Context: an optimization exercise on an open-source flow, tuned for small area, a short achievable clock period and few clock cycles per item. The choices shown serve that exercise and are no tape-out recipe.
In this exercise RTL edits were held to simulation tests only and were not proved equivalent to the original.
Power figures rest on the tool's default switching activity, not on a simulated workload.

==> flow/design.v, too long to show whole: its modules and the start of the top module <==
// module pfe_xw: 347 lines
// module pfe_xw_sigma: 365 lines
// module pfe_xw_lim: 190 lines
// module pfe_xw_wsum: 1012 lines
module pfe_xw (
    input  wire         clk,
    input  wire         rst,
    input  wire         cmd_valid,
    output wire         cmd_ready,
    input  wire [1:0]   cmd_mode,      
    input  wire [31:0]  cmd_weight,    
    input  wire [7:0]   cmd_k,         
    input  wire [271:0] cmd_model,     
    input  wire [15:0]  cmd_len,       
    input  wire         s_valid,
    output wire         s_ready,
    input  wire [15:0]  s_value,
    input  wire [3:0]   s_flags,       
    input  wire         s_rok,         
    input  wire [2:0]   s_tap,         
    output reg          m_valid,
    input  wire         m_ready,
    output reg  [15:0]  m_value,
    output reg  [3:0]   m_flags,
    output reg          m_last
);
  // ...
==> flow/run.sh <==
#!/bin/bash
# synth_recipe.tcl (not shown) runs the flow's synth.tcl, then flattens the netlist and writes it again
# the make line also repeats each setting of config.mk as NAME=value (left out here)
make -C /OpenROAD-flow-scripts/flow DESIGN_CONFIG=/design/flow/config.mk WORK_HOME=/design/flow/orfs CLKGATE_MAP_FILE= SYNTH_SCRIPT=/design/flow/synth_recipe.tcl finish
==> flow/config.mk <==
export PLATFORM = sky130hd
export DESIGN_NAME = pfe_xw
export DESIGN_NICKNAME = pfe_xw
export VERILOG_FILES = /design/flow/design.v
export SDC_FILE = /design/flow/constraint.sdc
export NUM_CORES = 4
export LEC_CHECK = 0
export CAP_MARGIN = 20
export CORE_MARGIN = 2
export CORE_UTILIZATION = 40
export PLACE_DENSITY = 0.6
export SLEW_MARGIN = 20
==> flow/constraint.sdc <==
create_clock -name core_clock -period 26.0 [get_ports {clk}]
set_input_delay 5.2000 -clock core_clock [delete_from_list [all_inputs] [get_ports {clk}]]
set_output_delay 5.2000 -clock core_clock [all_outputs]
set_load 0.01 [all_outputs]
==> results list, run 1 <==
- On the critical path, the stage with the largest delay is an instance of clkdlybuf4s50_1.
- DP HPWL: 189 mm
- The critical path runs through a total of 2 cells.
- Of the total synthesized cell area, the portion taken by XOR and XNOR cells is 0.0315.
- Number of placement rows: 170
- Launching point of the worst reg2reg path: w2_a[1]
- DR WL met2: 119 mm
- Group drawing the most power: combinational cells
- Number of non-clock inverters: 1,113
* Total length of routed wires: 240 mm
* Multi-input logic portion of the cell area: 0.497
- Area of all placed cells without fillers: 97,700 sq um
* Storage element area: 32,600 sq um
* Total gr overflow: 0
- After synthesis, the largest family of logic cells by area is adder cells.
* Hold-critical path endpoint: pf3[1]
* Routed length per instance: 21.8 um
- DR vias/cell: 5.32
- Run status: finished clean
- Summing internal, switching and leakage power gives 10,200 uW.
- In this run, the number of DRC markers left after iteration 0 of detailed routing was 3,962.
- Yosys instantiated no cell more often than inv_1.
- Worst setup path endpoint: s_ready
- Slew of the pin with the lowest slew margin: 1100 ps
- The worst hold path begins at pf2[1].
- By area the synthesized netlist is led by edfxtp_1 37%, fa_1 18%, ha_1 10%.
* Placeable core region: 214,000 sq um
- Leaving out fill and tap cells, the most frequent cell in the layout is inv_1.
Testbench counts, summed over its fixed seeds: cycles 53,124, samples 52,260.
==> module pfe_xw, before the edit <==
module pfe_xw (
    input  wire         clk,
    input  wire         rst,
    input  wire         cmd_valid,
    output wire         cmd_ready,
    input  wire [1:0]   cmd_mode,      
    input  wire [31:0]  cmd_weight,    
    input  wire [7:0]   cmd_k,         
    input  wire [271:0] cmd_model,     
    input  wire [15:0]  cmd_len,       
    input  wire         s_valid,
    output wire         s_ready,
    input  wire [15:0]  s_value,
    input  wire [3:0]   s_flags,       
    input  wire         s_rok,         
    input  wire [2:0]   s_tap,         
    output reg          m_valid,
    input  wire         m_ready,
    output reg  [15:0]  m_value,
    output reg  [3:0]   m_flags,
    output reg          m_last
);
    reg         cmd_rdy;
    reg         s_rdy;
    reg         expect_s;      
    reg  [15:0] remain;        
    reg         cur_tag;       
    reg         s_v;           
    reg         iv;            
    assign cmd_ready = cmd_rdy;
    assign s_ready   = s_rdy;
    wire cmd_fire = cmd_valid && cmd_rdy;
    wire s_fire   = s_valid && s_rdy;
    wire adv      = !s_v;      
    reg [271:0] model;
    reg [7:0]   kk0, kk1;
    reg [31:0]  wt0, wt1;
    reg [1:0]   md0, md1;
    reg  model_en;      
    wire old_busy;      
    wire cfg_en = model_en && !old_busy;
    always @(posedge clk) begin
        if (model_en)
            model <= cmd_model;
        if (cfg_en) begin
            if (cur_tag) begin
                kk0 <= cmd_k;  wt0 <= cmd_weight;  md0 <= cmd_mode;
            end else begin
                kk1 <= cmd_k;  wt1 <= cmd_weight;  md1 <= cmd_mode;
            end
        end
    end
    reg [15:0] ix;
    reg [3:0]  ifl;
    reg        irok;
    reg [2:0]  itap;
    reg        ilast;
    always @(posedge clk) begin
        if (s_rdy) begin
            ix    <= s_value;
            ifl   <= s_flags;
            irok  <= s_rok;
            itap  <= s_tap;
            ilast <= (remain == 16'd1);
        end
    end
    reg [15:0] px0, px1, px2, px3, px4, px5, px6;
    reg [2:0]  pt0, pt1, pt2, pt3, pt4, pt5, pt6;      
    reg [6:0]  pok;                                    
    reg [6:0]  ptg;                                    
    reg [3:0]  prl;                                    
    reg [3:0]  pf0, pf1, pf2, pf3;                     
    reg [3:0]  pl;                                     
    reg [15:0] a_m0;              
    reg [16:0] a_dm;              
    reg [15:0] b_sig;             
    reg [15:0] c_lim;             
    reg [16:0] d_lo, d_hi;        
    wire [3:0] fl;
    assign fl[0] = prl[0] && (!expect_s || ptg[0] != cur_tag);
    assign fl[1] = prl[1] && (!expect_s || ptg[1] != cur_tag);
    assign fl[2] = prl[2] && (!expect_s || ptg[2] != cur_tag);
    assign fl[3] = prl[3] && (!expect_s || ptg[3] != cur_tag);
    wire en0 = adv && (iv || fl[0]);
    wire en1 = adv && (iv || fl[0] || fl[1]);
    wire en2 = adv && (iv || fl[0] || fl[1] || fl[2]);
    wire en3 = adv && (iv || fl[0] || fl[1] || fl[2] || fl[3]);
    wire [3:0]  ki  = ix[15:12];
    wire [2:0]  ko  = ki[3:1];                
    wire [3:0]  ke  = {1'b0, ki[3:1]} + {3'd0, ki[0]};    
    reg  [15:0] m_odd, m_even;
    integer q;
    always @* begin
        m_odd  = 16'd0;
        m_even = 16'd0;
        for (q = 0; q < 8; q = q + 1)
            if (ko == q[2:0]) m_odd = model[32*q + 16 +: 16];
        for (q = 0; q < 9; q = q + 1)
            if (ke == q[3:0]) m_even = model[32*q +: 16];
    end
    wire [15:0] a_m0_n = ki[0] ? m_odd  : m_even;
    wire [15:0] a_m1_n = ki[0] ? m_even : m_odd;
    wire [16:0] a_dm_n = {1'b0, a_m1_n} - {1'b0, a_m0_n};
    wire [15:0] b_sig_n;
    pfe_xw_sigma u_sigma (.m0(a_m0), .dm(a_dm), .f(px0[11:0]), .sig(b_sig_n));
    wire [7:0]  c_k = ptg[1] ? kk1 : kk0;
    wire [15:0] c_lim_n;
    pfe_xw_lim u_lim (.k(c_k), .s(b_sig), .lim(c_lim_n));
    always @(posedge clk) begin
        if (rst) begin
            prl <= 4'd0;
            pok <= 7'd0;
        end else begin
            if (en0) begin
                prl[0] <= iv;
                pok[0] <= iv && irok && !ifl[0] && !ifl[2];
            end
            if (en1) begin
                prl[1] <= en0 && prl[0];
                pok[1] <= en0 && pok[0];
            end
            if (en2) begin
                prl[2] <= en1 && prl[1];
                pok[2] <= en1 && pok[1];
            end
            if (en3) begin
                prl[3] <= en2 && prl[2];
                pok[3] <= en2 && pok[2];
                pok[6:4] <= pok[5:3];
            end
        end
    end
    always @(posedge clk) begin
        if (en0) begin
            px0 <= ix;  pt0 <= itap;  pf0 <= ifl;  pl[0] <= ilast;
            ptg[0] <= cur_tag;
            a_m0 <= a_m0_n;  a_dm <= a_dm_n;
        end
        if (en1) begin
            px1 <= px0;  pt1 <= pt0;  pf1 <= pf0;  pl[1] <= pl[0];
            ptg[1] <= ptg[0];
            b_sig <= b_sig_n;
        end
        if (en2) begin
            px2 <= px1;  pt2 <= pt1;  pf2 <= pf1;  pl[2] <= pl[1];
            ptg[2] <= ptg[1];
            c_lim <= c_lim_n;
        end
        if (en3) begin
            px3 <= px2;  pt3 <= pt2;  pf3 <= pf2;  pl[3] <= pl[2];
            ptg[3] <= ptg[2];
            d_lo <= {1'b0, px2} - {1'b0, c_lim};
            d_hi <= {1'b0, px2} + {1'b0, c_lim};
            px4 <= px3;  pt4 <= pt3;  ptg[4] <= ptg[3];
            px5 <= px4;  pt5 <= pt4;  ptg[5] <= ptg[4];
            px6 <= px5;  pt6 <= pt5;  ptg[6] <= ptg[5];
        end
    end
    wire [1:0]  e_md  = ptg[3] ? md1 : md0;
    wire        e_byp = (e_md == 2'd0) || pf3[0] || pf3[2];
    function adm_f;
        input [15:0] xj;
        input [2:0]  tj;
        input        okj;
        input        tgj;
        input [2:0]  tc;
        input        tgc;
        input [16:0] lo;
        input [16:0] hi;
        begin
            adm_f = okj && (tgj == tgc) && (tj == tc)
                    && (lo[16] || xj >= lo[15:0])
                    && (hi[16] || xj <= hi[15:0]);
        end
    endfunction
    wire a0 = !e_byp && e_md[1] && adm_f(px0, pt0, pok[0], ptg[0], pt3, ptg[3], d_lo, d_hi);
    wire a1 = !e_byp &&            adm_f(px1, pt1, pok[1], ptg[1], pt3, ptg[3], d_lo, d_hi);
    wire a2 = !e_byp &&            adm_f(px2, pt2, pok[2], ptg[2], pt3, ptg[3], d_lo, d_hi);
    wire a4 = !e_byp &&            adm_f(px4, pt4, pok[4], ptg[4], pt3, ptg[3], d_lo, d_hi);
    wire a5 = !e_byp &&            adm_f(px5, pt5, pok[5], ptg[5], pt3, ptg[3], d_lo, d_hi);
    wire a6 = !e_byp && e_md[1] && adm_f(px6, pt6, pok[6], ptg[6], pt3, ptg[3], d_lo, d_hi);
    wire [16:0] e_s1 = (a2 ? {1'b0, px2} : 17'd0) + (a4 ? {1'b0, px4} : 17'd0);
    wire [16:0] e_s2 = (a1 ? {1'b0, px1} : 17'd0) + (a5 ? {1'b0, px5} : 17'd0);
    wire [16:0] e_s3 = (a0 ? {1'b0, px0} : 17'd0) + (a6 ? {1'b0, px6} : 17'd0);
    wire [1:0]  e_n1 = {1'b0, a2} + {1'b0, a4};
    wire [1:0]  e_n2 = {1'b0, a1} + {1'b0, a5};
    wire [1:0]  e_n3 = {1'b0, a0} + {1'b0, a6};
    reg        w1_v;
    reg [15:0] w1_x;
    reg [16:0] w1_s1, w1_s2, w1_s3;
    reg [1:0]  w1_n1, w1_n2, w1_n3;
    reg [3:0]  w1_f;
    reg        w1_l, w1_tg;
    always @(posedge clk) begin
        if (rst)
            w1_v <= 1'b0;
        else if (adv)
            w1_v <= en3 && prl[3];
        if (adv) begin
            w1_x  <= px3;
            w1_s1 <= e_s1;  w1_s2 <= e_s2;  w1_s3 <= e_s3;
            w1_n1 <= e_n1;  w1_n2 <= e_n2;  w1_n3 <= e_n3;
            w1_f  <= pf3;   w1_l <= pl[3];  w1_tg <= ptg[3];
        end
    end
    wire [31:0] m_wt = w1_tg ? wt1 : wt0;
    function [10:0] wmul;       
        input [1:0] n;
        input [7:0] w;
        begin
            wmul = (n[1] ? {2'b00, w, 1'b0} : 11'd0) | (n[0] ? {3'b000, w} : 11'd0);
        end
    endfunction
    wire [10:0] m_w  = {3'd0, m_wt[7:0]} + wmul(w1_n1, m_wt[15:8])
                     + wmul(w1_n2, m_wt[23:16]) + wmul(w1_n3, m_wt[31:24]);
    wire [12:0] m_w3 = {2'b00, m_w} + {1'b0, m_w, 1'b0};
    wire [26:0] m_a, m_b;
    pfe_xw_wsum u_wsum (.wt(m_wt), .x(w1_x), .s1(w1_s1), .s2(w1_s2), .s3(w1_s3),
                        .n_a(m_a), .n_b(m_b));
    reg        w2_v;
    reg [26:0] w2_a, w2_b;
    reg [10:0] w2_w;
    reg [12:0] w2_w3;
    reg [3:0]  w2_f;
    reg        w2_l;
    always @(posedge clk) begin
        if (rst)
            w2_v <= 1'b0;
        else if (adv)
            w2_v <= w1_v;
        if (adv) begin
            w2_a <= m_a;  w2_b <= m_b;  w2_w <= m_w;  w2_w3 <= m_w3;
            w2_f <= w1_f;  w2_l <= w1_l;
        end
    end
    wire [26:0] m2_n = w2_a + w2_b + {17'd0, w2_w[10:1]};
    function [26:0] div_step;   
        input [26:0] rq;
        input [10:0] d;
        input [12:0] d3;
        reg   [13:0] t1, t2, t3;
        reg   [12:0] rr;
        reg   [10:0] r;
        reg   [15:0] nq;
        begin
            r  = rq[26:16];
            nq = rq[15:0];
            rr = {r, nq[15:14]};
            t1 = {1'b0, rr} - {3'b000, d};
            t2 = {1'b0, rr} - {2'b00, d, 1'b0};
            t3 = {1'b0, rr} - {1'b0, d3};
            if (!t3[13])      div_step = {t3[10:0], nq[13:0], 2'd3};
            else if (!t2[13]) div_step = {t2[10:0], nq[13:0], 2'd2};
            else if (!t1[13]) div_step = {t1[10:0], nq[13:0], 2'd1};
            else              div_step = {rr[10:0], nq[13:0], 2'd0};
        end
    endfunction
    reg        d1_v, d2_v, d3_v, d4_v;
    reg [26:0] d1_rq, d2_rq, d3_rq, d4_rq;
    reg [10:0] d1_d, d2_d, d3_d, d4_d;
    reg [12:0] d1_d3, d2_d3, d3_d3, d4_d3;
    reg [3:0]  d1_f, d2_f, d3_f, d4_f;
    reg        d1_l, d2_l, d3_l, d4_l;
    wire [26:0] dr1 = div_step(m2_n, w2_w, w2_w3);
    wire [26:0] dr2 = div_step(div_step(d1_rq, d1_d, d1_d3), d1_d, d1_d3);
    wire [26:0] dr3 = div_step(div_step(d2_rq, d2_d, d2_d3), d2_d, d2_d3);
    wire [26:0] dr4 = div_step(div_step(d3_rq, d3_d, d3_d3), d3_d, d3_d3);
    wire [26:0] dr5 = div_step(d4_rq, d4_d, d4_d3);
    always @(posedge clk) begin
        if (rst) begin
            d1_v <= 1'b0;
            d2_v <= 1'b0;
            d3_v <= 1'b0;
            d4_v <= 1'b0;
        end else if (adv) begin
            d1_v <= w2_v;
            d2_v <= d1_v;
            d3_v <= d2_v;
            d4_v <= d3_v;
        end
        if (adv) begin
            d1_rq <= dr1;  d1_d <= w2_w;  d1_d3 <= w2_w3;  d1_f <= w2_f;  d1_l <= w2_l;
            d2_rq <= dr2;  d2_d <= d1_d;  d2_d3 <= d1_d3;  d2_f <= d1_f;  d2_l <= d1_l;
            d3_rq <= dr3;  d3_d <= d2_d;  d3_d3 <= d2_d3;  d3_f <= d2_f;  d3_l <= d2_l;
            d4_rq <= dr4;  d4_d <= d3_d;  d4_d3 <= d3_d3;  d4_f <= d3_f;  d4_l <= d3_l;
        end
    end
    reg [15:0] sk_value;
    reg [3:0]  sk_flags;
    reg        sk_last;
    wire push = adv && d4_v;
    wire pop  = m_valid && m_ready;
    always @(posedge clk) begin
        if (rst) begin
            m_valid <= 1'b0;
            s_v     <= 1'b0;
        end else begin
            if (s_v) begin
                if (pop) begin
                    s_v <= 1'b0;
                end
            end else if (push) begin
                if (m_valid && !pop) s_v <= 1'b1;
                else                 m_valid <= 1'b1;
            end else if (pop) begin
                m_valid <= 1'b0;
            end
        end
        if (!m_valid || m_ready) begin
            m_value <= s_v ? sk_value : dr5[15:0];
            m_flags <= s_v ? sk_flags : d4_f;
            m_last  <= s_v ? sk_last  : d4_l;
        end
        if (!s_v) begin
            sk_value <= dr5[15:0];
            sk_flags <= d4_f;
            sk_last  <= d4_l;
        end
    end
    wire s_v_n = s_v ? !pop : (push && m_valid && !pop);
    wire iv_n  = s_fire || (iv && !adv);
    wire exp_n = cmd_fire || (expect_s && !(s_fire && remain == 16'd1));
    assign old_busy = (prl[0] && ptg[0] != cur_tag) || (prl[1] && ptg[1] != cur_tag)
                 || (prl[2] && ptg[2] != cur_tag) || (prl[3] && ptg[3] != cur_tag)
                 || (w1_v && w1_tg != cur_tag);
    always @(posedge clk) begin
        if (rst) begin
            cmd_rdy  <= 1'b0;
            model_en <= 1'b0;
            s_rdy    <= 1'b0;
            expect_s <= 1'b0;
            cur_tag  <= 1'b0;
            iv       <= 1'b0;
        end else begin
            expect_s <= exp_n;
            iv       <= iv_n;
            if (cmd_fire) cur_tag <= !cur_tag;
            s_rdy    <= exp_n && (!iv_n || !s_v_n);
            cmd_rdy  <= !exp_n && (!iv_n || !s_v_n) && !old_busy;
            model_en <= !exp_n && (!iv_n || !s_v_n);
        end
        if (model_en)
            remain <= cmd_len;
        else if (s_fire)
            remain <= remain - 16'd1;
    end
endmodule
==> inputs of run 2 (changes only) <==
--- a/flow/design.v
+++ b/flow/design.v
@@ -55,8 +55,9 @@
     reg        irok;
     reg [2:0]  itap;
     reg        ilast;
+    wire i_load = !iv || adv;
     always @(posedge clk) begin
-        if (s_rdy) begin
+        if (i_load) begin
             ix    <= s_value;
             ifl   <= s_flags;
             irok  <= s_rok;
==> flow/flow/run.sh (new file) <==
#!/bin/bash
# The standard layout, with every input and output port buffered by a
# sky130_fd_sc_hd__buf_2 instead of the default port buffer cell.
set -euo pipefail
echo 'export BUFFER_PORTS_ARGS = -buffer_cell sky130_fd_sc_hd__buf_2' >> config.mk
bash standard.sh > standard.log 2>&1
==> flow/standard.sh (new file) <==
#!/bin/bash
# synth_recipe.tcl (not shown) runs the flow's synth.tcl, then flattens the netlist and writes it again
# the make line also repeats each setting of config.mk as NAME=value (left out here)
make -C /OpenROAD-flow-scripts/flow DESIGN_CONFIG=/design/flow/config.mk WORK_HOME=/design/flow/orfs CLKGATE_MAP_FILE= SYNTH_SCRIPT=/design/flow/synth_recipe.tcl "${@:-finish}"
--- a/flow/config.mk
+++ b/flow/config.mk
@@ -7,6 +7,9 @@
 export LEC_CHECK = 0
 export CAP_MARGIN = 20
 export CORE_MARGIN = 2
-export CORE_UTILIZATION = 40
-export PLACE_DENSITY = 0.6
+export CORE_UTILIZATION = 55
+export CTS_BUF_LIST = sky130_fd_sc_hd__clkbuf_4 sky130_fd_sc_hd__clkbuf_8
+export CTS_CLUSTER_SIZE = 24
+export PLACE_DENSITY = 0.65
 export SLEW_MARGIN = 20
+export BUFFER_PORTS_ARGS = -buffer_cell sky130_fd_sc_hd__buf_2
removed: flow/run.sh
==> run 2 against run 1 <==
- still clean
- setup slack gained 560 ps
- fmax rose by 8.2%
- clock-buffer cell count up 95
- hold slack worse by 16 ps
- clock skew is 22 ps higher
- synthesized cell count down 0.76%
- clock power down 15%
- utilization is 15 points higher
- critical path depth grew 22
- sequential share of layout area grew 1.3 points
- critical path type is now register to register
==> results list, run 2 <==
- The post-synthesis average cell area was 11.3 sq um (was 11.2 sq um).
* Overall via count from detail_route: 59,007 (was 58,579)
- The number of cells in the finished layout apart from fillers was 10,261 (was 11,006).
* Setup clock skew after layout: 111 ps (was 88.8 ps)
- Vias in the first global route: 61,307 (was 60,561)
* Total length of routed wires: 240 mm (about the same)
* FMAX: 146 MHz (was 135 MHz)
- The post-cts repair resize count came to 0 (unchanged).
- DRC violations left: 0 (unchanged)
* Synthesis-to-layout area growth: 9.56% (was 13.6%)
* Share of async-settable or async-resettable flops after synthesis: 0 (unchanged)
- Run status: finished clean (unchanged).
- Cells taking the most area after synthesis: edfxtp_1 37%, fa_1 18%, ha_1 10% (unchanged)
- CTS Root Cell: clkbuf_8 (was clkbuf_16)
* DRT Pass-1 Iters: 6 (unchanged)
* Worst hold margin: 394 ps (was 410 ps)
* Biggest area consumer among synthesized cells: edfxtp_1 (unchanged)
- The number of failing setup endpoints in the final timing report is 0 (unchanged).
- The net count after synthesis was 9,455 (was 9,513).
- Register with the most flip-flops: model (unchanged)
* Proportion of netlist area held by the largest area contributor: 0.369 (about the same)
- Total gr overflow: 0 (unchanged)
* Startpoint of the worst hold path: ix[4] (was pf2[1])
- The clock tree from TritonCTS is done (unchanged).
- The flip-flop count of the largest register, all copies and words added came to 272 (unchanged).
- The sort of element at the end of the critical path is a register (was primary output).
- Launching point of the worst reg2reg path: w2_w[1] (was w2_a[1])
- The total chip power was 9970 uW (was 10,200 uW).
* Boundary Pins: 383 (unchanged)
- Critical path data required time: 26,640 ps (was 20,800 ps)
- The placeable core region came to 154,000 sq um (was 214,000 sq um).
- Maximum fanout encountered on the critical timing path: 19 (was 28)
* Peak ir drop on the vdd network: 154 uV (was 152 uV)
- The effective utilization at floorplan came to 0.555 (was 0.401).
* Slew of the pin with the lowest slew margin: 1110 ps (was 1100 ps)
- DP HPWL: 187 mm (was 189 mm)
- Worst Hold Class: register to register (unchanged)
* Post-synthesis register bit count: 1,101 (unchanged)
- The number of buffers inserted by hold repair at cts was 0 (unchanged).
- Horiz. Die Dim: 399 um (was 468 um)
* Hold-critical path endpoint: px0[4] (was pf3[1])
* Gate count of the mapped netlist: 7,605 (was 7,663)
- The most instantiated flip-flop cell in the synthesis netlist is edfxtp_1 (unchanged).
* Number of pins exceeding their max-slew limit in the final report: 0 (unchanged)
* Biggest registers after layout: model: 272 flops, wt0: 32 flops, wt1: 32 flops (unchanged)
* Setup bufs post-CTS: 0 (unchanged)
* Library cells used by synthesis: 96 (was 116)
- The clock period minus worst slack came to 6840 ps (was 7400 ps).
- Number of DRC markers in iteration 0: 4,647 (was 3,962)
- Depth of the worst register-to-register path: 24 (unchanged)
* Sinks on Clock Net: 1,101 (unchanged)
- Skew-Pair Late Insertion Delay: 1000 ps (was 840 ps)
- The final instance area came to 94,000 sq um (was 97,700 sq um).
* Post-route clock period utilization: 0.263 (was 0.285)
- The cell count after placement was 9,903 (was 10,755).
* Number of placement rows: 144 (was 170)
- Largest net degree at the start of global routing: 91 (was 102)
- Floorplan die height: 399 um (was 468 um)
* Classification of the worst setup path: register to register (was register to primary output)
- The critical path launch point type is a register (unchanged).
- Wire length of the first global-routing pass: 367 mm (was 366 mm)
- Fraction of final layout cells sized beyond drive strength 1: 0.112 (was 0.0560)
- The antenna violation net count after detailed routing came to 0 (unchanged).
* Arrival time at the worst endpoint: 7480 ps (was 2200 ps)
- The total track usage was 0.307 (was 0.220).
- Max Cap Viol: 0 (unchanged)
- Most used cells in the layout excluding fill and tap cells: 1,108 x inv_1, 1,055 x edfxtp_1, 785 x fa_1 (was 1,107 x inv_1, 1,055 x edfxtp_1, 785 x fa_1)
* DR vias/cell: 5.75 (was 5.32)
- Number of antenna violations at the first check in global routing: 35 (was 22)
- Total count of hold-check failures in the final report: 0 (unchanged)
* Capturing point of the worst reg2reg path: d1_rq[26] (unchanged)
- The library cell with the highest instance count after synthesis was inv_1 (unchanged).
- The minimum setup slack among reg-to-reg paths was 19,160 ps (was 19,240 ps).
- Yosys Warn Count: 1 (unchanged)
- The post-place instance area is 90,000 sq um (was 93,100 sq um).
* Post-synth top cells: 1,110 x inv_1, 1,055 x edfxtp_1, 785 x fa_1 (unchanged)
- Fill cells: 12,778 (was 19,478)
* Power per cell area: 106 nW/um^2 (was 105 nW/um^2)
* Sequential-to-total area share from yosys stat: 0.380 (was 0.379)
- Port Buffer Count: 382 (unchanged)
- CTS clk-pin slew, worst paths: 70 ps (was 60 ps)
* Setup repair after global routing missed its margin: no (unchanged)
- The sum of negative setup slack was 0 ps (unchanged).
- The H-tree level count came to 4 (unchanged).
* GP Congestion: 0.915 (was 0.920)
- The number of nets in the layout came to 9,899 (was 9,903).
* Number of enable flip-flop cells after synthesis: 1,055 (unchanged)
- TritonCTS buffer count: 188 (was 133)
- The number of stages on the worst hold path is 0 (unchanged).
- Routed length per instance: 23.4 um (was 21.8 um)
- The post-synthesis cell area came to 85,800 sq um (was 85,900 sq um).
- Max_slew headroom: 0.259 (was 0.266)
* Buffer levels on the longest clock path: 3 (unchanged)
* Leak: 0.0404 uW (about the same)
* Overall die area: 159,000 sq um (was 219,000 sq um)
- The most common cell after layout, fill and taps aside is inv_1 (unchanged).
==> run 2: changes by cell type after synthesis, sizes merged, moves of 17 or more <==
cell,previous run,this run
a21oi,312,336
a31oi,49,27
mux2,65,88
nand2,652,618
nor2b,117,135
nor3,100,80
o211ai,39,22
o21ai,275,249
==> run 2: where the power goes <==
group	switching, uW	leakage, uW	total, uW	internal, uW
sequential	200	0.0109	2570	2370
combinational	3360	0.0275	5770	2420
clock	786	0.00204	1620	833
total	4340	0.0404	9970	5630
==> run 2: layer usage <==
layer / wire, um / GRT usage
met2: 115000 / 0.508
met3: 16400 / 0.0560
met5: 95 / 0
met4: 9640 / 0.121
met1: 98800 / 0.401
==> run 2: cells by family (layout without fill, tap and decap cells) <==
logic type | after synthesis | in the layout | synth area share
fa+ha+maj | 1491 | 1491 | 0.286
buf+inv | 1288 | 1881 | 0.0568
mux | 220 | 220 | 0.0338
flops | 1101 | 1101 | 0.380
compound gates | 1253 | 1253 | 0.0966
other cells | 0 | 19 | 0
xor+xnor | 306 | 306 | 0.0313
simple gates | 1946 | 1946 | 0.115
==> run 2: area by class of cell <==
| class | instances | area (sq um) | area share |
|---|---|---|---|
| multi-input cells | 5216 | 48400 | 0.515 |
| flip-flops and latches | 1101 | 32600 | 0.347 |
| inverters | 1111 | 4180 | 0.0445 |
| well taps | 2044 | 2560 | 0.0272 |
| clock buffers | 244 | 3060 | 0.0326 |
| repair buffers | 431 | 2280 | 0.0243 |
| clock inverters | 95 | 872 | 0.00928 |
| diodes | 19 | 47.5 | 0.000506 |
==> run 2: per-stage QoR <==
stage | worst slack (ps) | utilization
finish | 19160 | 0.609
global route | 18740 | 0.608
CTS | 19230 | 0.608
detailed placement | 19210 | 0.583
global placement | 19230 | 0.583
floorplan | 10530 | -
==> run 2: worst max path at each step <==
stage,from,endpoint,slack (ps)
after detailed placement,s_valid,remain[6],19210
after global placement,s_valid,remain[5],19230
after global routing,w2_w[1],d1_rq[26],18740
after CTS,m_valid,m_valid,19230
after floorplan,s_v,d_hi[10],10530
final,w2_w[1],d1_rq[26],19160
==> run 2: worst max-delay path: stages (launching register included) <==
cell,delay [ps]
edfxtp_1,440
inv_1,230
fa_1,220
inv_1,50
ha_1,250
fa_1,440
a211o_1,320
nand4_1,180
a41oi_1,160
o21a_1,210
o21ai_0,160
nand2b_1,90
xnor2_1,470
inv_1,200
ha_1,310
nor2b_1,130
o31a_1,270
o31ai_1,280
nand2_1,130
a31o_2,270
and4_1,220
a2111oi_4,950
inv_1,170
nor3_1,260
o41ai_2,100
Testbench counts of run 2, summed over its fixed seeds: cycles 53,124, samples 52,260.
==> inputs of run 3 (changes only) <==
--- a/flow/config.mk
+++ b/flow/config.mk
@@ -8,8 +8,6 @@
 export CAP_MARGIN = 20
 export CORE_MARGIN = 2
 export CORE_UTILIZATION = 55
-export CTS_BUF_LIST = sky130_fd_sc_hd__clkbuf_4 sky130_fd_sc_hd__clkbuf_8
-export CTS_CLUSTER_SIZE = 24
 export PLACE_DENSITY = 0.65
 export SLEW_MARGIN = 20
 export BUFFER_PORTS_ARGS = -buffer_cell sky130_fd_sc_hd__buf_2
==> run 3 against run 2 <==
- final cell count shrank 1.1%
- still clean
- total power grew 0.96%
- synthesized cell count is the same
- critical path depth is the same
- routed wire length shrank 0.14%
- flip-flop and latch count is the same
- non-clock buffer count is the same
- utilization is essentially flat
==> results list, run 3 <==
- Setup clock skew after layout: 66.0 ps (was 111 ps)
* DRC violations left: 0 (unchanged)
- Biggest registers after layout: model: 272 flops, wt0: 32 flops, wt1: 32 flops (unchanged)
- Core occupancy in the finished layout: 0.609 (about the same)
* Number of antenna violations at the first check in global routing: 36 (was 35)
- The effective utilization at floorplan is 0.555 (unchanged).
* Arrival time at the worst endpoint: 7300 ps (was 7480 ps)
- The most common cell after layout, fill and taps aside was inv_1 (unchanged).
- Number of flip-flops in the largest register: 272 (unchanged)
- The share of flip-flops with an asynchronous set or reset after synthesis was 0 (unchanged).
- The number of cells in the finished layout apart from fillers is 10,150 (was 10,261).
- Number of DRC markers in iteration 0: 4,395 (was 4,647)
- Setup bufs post-CTS: 0 (unchanged)
* DP HPWL: 187 mm (unchanged)
- Instance area at placement: 90,000 sq um (unchanged)
- Number of hold buffers added after CTS: 0 (unchanged)
- Total count of hold-check failures in the final report: 0 (unchanged)
* Placeable core region: 154,000 sq um (unchanged)
- Most used flip-flop cell after synthesis: edfxtp_1 (unchanged)
* Post-synthesis register bit count: 1,101 (unchanged)
* Crit path capture type: register (unchanged)
- Power per cell area: 107 nW/um^2 (was 106 nW/um^2)
- The area of the die is 159,000 sq um (unchanged).
- Total area of multi-input combinational cells: 48,400 sq um (unchanged)
- The library cell with the highest instance count after synthesis was inv_1 (unchanged).
- TritonCTS buffer count: 119 (was 188)
- Storage element area: 32,600 sq um (unchanged)
- The via count of the first global-routing pass came to 60,630 (was 61,307).
- DR vias/cell: 5.79 (was 5.75)
- The number of failing setup endpoints in the final timing report is 0 (unchanged).
- The I/O pin total is 383 (unchanged).
* Classification of the worst setup path: register to register (unchanged)
- Cell Area, Synth: 85,800 sq um (unchanged)
- The register name with the most flops was model (unchanged).
- Setup repair after global routing missed its margin: no (unchanged)
* Critical path data required time: 26,510 ps (was 26,640 ps)
- Fill cells: 12,652 (was 12,778)
* Maximum fanout encountered on the critical timing path: 19 (unchanged)
- Global router's overall resource usage: 0.306 (was 0.307)
* Post-route clock period utilization: 0.261 (was 0.263)
- The number of max-slew violations in the final report was 0 (unchanged).
* CP startpoint kind: register (unchanged)
- Buffer levels on the longest clock path: 3 (unchanged)
- Leak: 0.0403 uW (was 0.0404 uW)
- The number of nets in the layout is 9,830 (was 9,899).
* Most used cells in the layout excluding fill and tap cells: 1,108 x inv_1, 1,055 x edfxtp_1, 785 x fa_1 (unchanged)
- Horiz. Die Dim: 399 um (unchanged)
- The wire length of the first global-routing pass is 365 mm (was 367 mm).
- The class of the most critical hold timing path is register to register (unchanged).
- The part of the Yosys area used for sequential elements is 0.380 (unchanged).
- Sinks on Clock Net: 1,101 (unchanged)
- Total length of routed wires: 240 mm (about the same)
- Run status: finished clean (unchanged)
- The post-synthesis average cell area is 11.3 sq um (unchanged).
- The library cell with the largest summed area after synthesis is edfxtp_1 (unchanged).
* Cells taking the most area after synthesis: edfxtp_1 37%, fa_1 18%, ha_1 10% (unchanged)
- FMAX: 147 MHz (was 146 MHz)
- The instance count of the mapped netlist was 7,605 (unchanged).
* Time the worst path needs with I/O delays and setup: 6790 ps (was 6840 ps)
* Proportion of netlist area held by the largest area contributor: 0.369 (unchanged)
- Fraction of final layout cells sized beyond drive strength 1: 0.101 (was 0.112)
- Largest net degree at the start of global routing: 91 (unchanged)
- Post-CTS Resized: 0 (unchanged)
* Max_slew headroom: 0.251 (was 0.259)
- The final instance area is 94,000 sq um (about the same).
- The number of flops mapped to enable cells by yosys was 1,055 (unchanged).
* Skew-Pair Late Insertion Delay: 780 ps (was 1000 ps)
- The worst voltage drop across the vdd grid came to 154 uV (about the same).
- The floorplan row count came to 144 (unchanged).
- Total gr overflow: 0 (unchanged)
* Overall via count from detail_route: 58,797 (was 59,007)
- The first-pass iteration count of the detailed router is 8 (was 6).
- Net Count, Synth: 9,455 (unchanged)
* # H-tree levels: 3 (was 4)
- The sum of negative setup slack came to 0 ps (unchanged).
- Routed length per instance: 23.6 um (was 23.4 um)
- Post-synth top cells: 1,110 x inv_1, 1,055 x edfxtp_1, 785 x fa_1 (unchanged)
- Cell count after placement: 9,903 (unchanged)
* Tot Pwr: 10,100 uW (was 9970 uW)
* CTS clk-pin slew, worst paths: 60 ps (was 70 ps)
* Clock tree from TritonCTS: done (unchanged)
- Floorplan die height: 399 um (unchanged)
- The number of buffer cells added on primary ports came to 382 (unchanged).
- The measured slew at the worst slew-check pin is 1120 ps (was 1110 ps).
* Library cells used by synthesis: 96 (unchanged)
- CTS Root Cell: clkbuf_16 (was clkbuf_8)
- The number of synthesis warnings is 1 (unchanged).
* GP Congestion: 0.915 (unchanged)
- The area growth from synthesis to layout is 9.65% (was 9.56%).
- The antenna violation net count after detailed routing was 0 (unchanged).
* Max Cap Viol: 0 (unchanged)
run 3: cell counts after synthesis:
Identical to the previous run, type by type.
run 3: worst paths after layout:
check                              from   endpoint  cells past startpoint  slack, ps
worst min-delay path             pf2[2]     pf3[2]                      0        410
worst min register to register   pf2[2]     pf3[2]                      0        410
worst max register to register  w2_w[1]  d1_rq[26]                     24      19210
worst max-delay path            w2_w[1]  d1_rq[26]                     24      19210
run 3: metrics by stage:
step / hold slack [ps] / setup slack (ps)
after global placement: 401 / 19230
final: 415 / 19210
after global routing: 421 / 18740
after detailed placement: 405 / 19210
after CTS: 413 / 19240
after floorplan: 400 / 10530
run 3: logic make-up after synthesis:
logic type / count (synthesis) / synth area share
buf+inv: 1288 / 0.0568
mux: 220 / 0.0338
simple gates: 1946 / 0.115
fa+ha+maj: 1491 / 0.286
flops: 1101 / 0.380
compound gates: 1253 / 0.0966
xor+xnor: 306 / 0.0313
run 3: worst max-delay path, cell delays in order (launching register included):
cell       delay [ps]
edfxtp_1          440
inv_1             230
fa_1              220
inv_1              50
ha_1              250
fa_1              440
a211o_1           320
nand4_1           180
a41oi_1           160
o21a_1            210
o21ai_0           160
nand2b_1           90
xnor2_1           450
inv_1             200
ha_1              300
nor2b_1           130
o31a_1            280
o31ai_1           300
nand2_1           140
a31o_2            270
and4_1            220
a2111oi_4         950
inv_1             170
nor3_1            260
o41ai_2           100
run 3: layer usage:
layer  track usage  vias to the layer above  share of wire
met2         0.506                     2115           0.48
li1              -                    26817              -
met3        0.0507                      426          0.070
met5             0                        -        0.00035
met4         0.120                       12          0.042
met1         0.403                    29427           0.41
run 3: power by group:
group          total, uW  switching [uW]  internal, uW
Sequential          2570             201          2370
Clock               1720             759           962
Combinational       5770            3350          2420
Total              10100            4310          5750
run 3: layout make-up:
type,instances,share of cell area
Tap cell,2044,0.0272
Clock inverter,87,0.00969
Clock buffer,137,0.0328
Antenna cell,23,0.000612
Timing Repair Buffer,431,0.0242
Multi-Input combinational cell,5216,0.514
Sequential cell,1101,0.347
Inverter,1111,0.0445

[re-timing with driven ports]
How much do the figures lean on ideal ports? The routed layouts below were timed once more, with nothing changed but the port constraints.
Step 1 assumes that a clkbuf_16 drives the clock port and a buf_2 every other input.
Step 2 times the ports against the registers' clock, not the clock port: input delays grow and output delays shrink by t, the midpoint of the rising clock arrivals with the driver on.
Slacks: ideal / step 1 / step 2; pairs: ideal / step 1.
run | t (ns) | slack for setup (ns) | clock arrival spread, ns
run 1 | 0.879 | 18.602 / 18.514 / 19.201 | 0.091 / 0.092
run 2 | 1.030 | 19.161 / 19.161 / 19.161 | 0.122 / 0.122
run 3 | 0.848 | 19.211 / 19.211 / 19.186 | 0.085 / 0.084
After both steps every run listed still meets setup and hold. For run 3, which loses most, drivers alone change the setup slack by 0.000 ns; drivers and shift together by -0.025 ns.
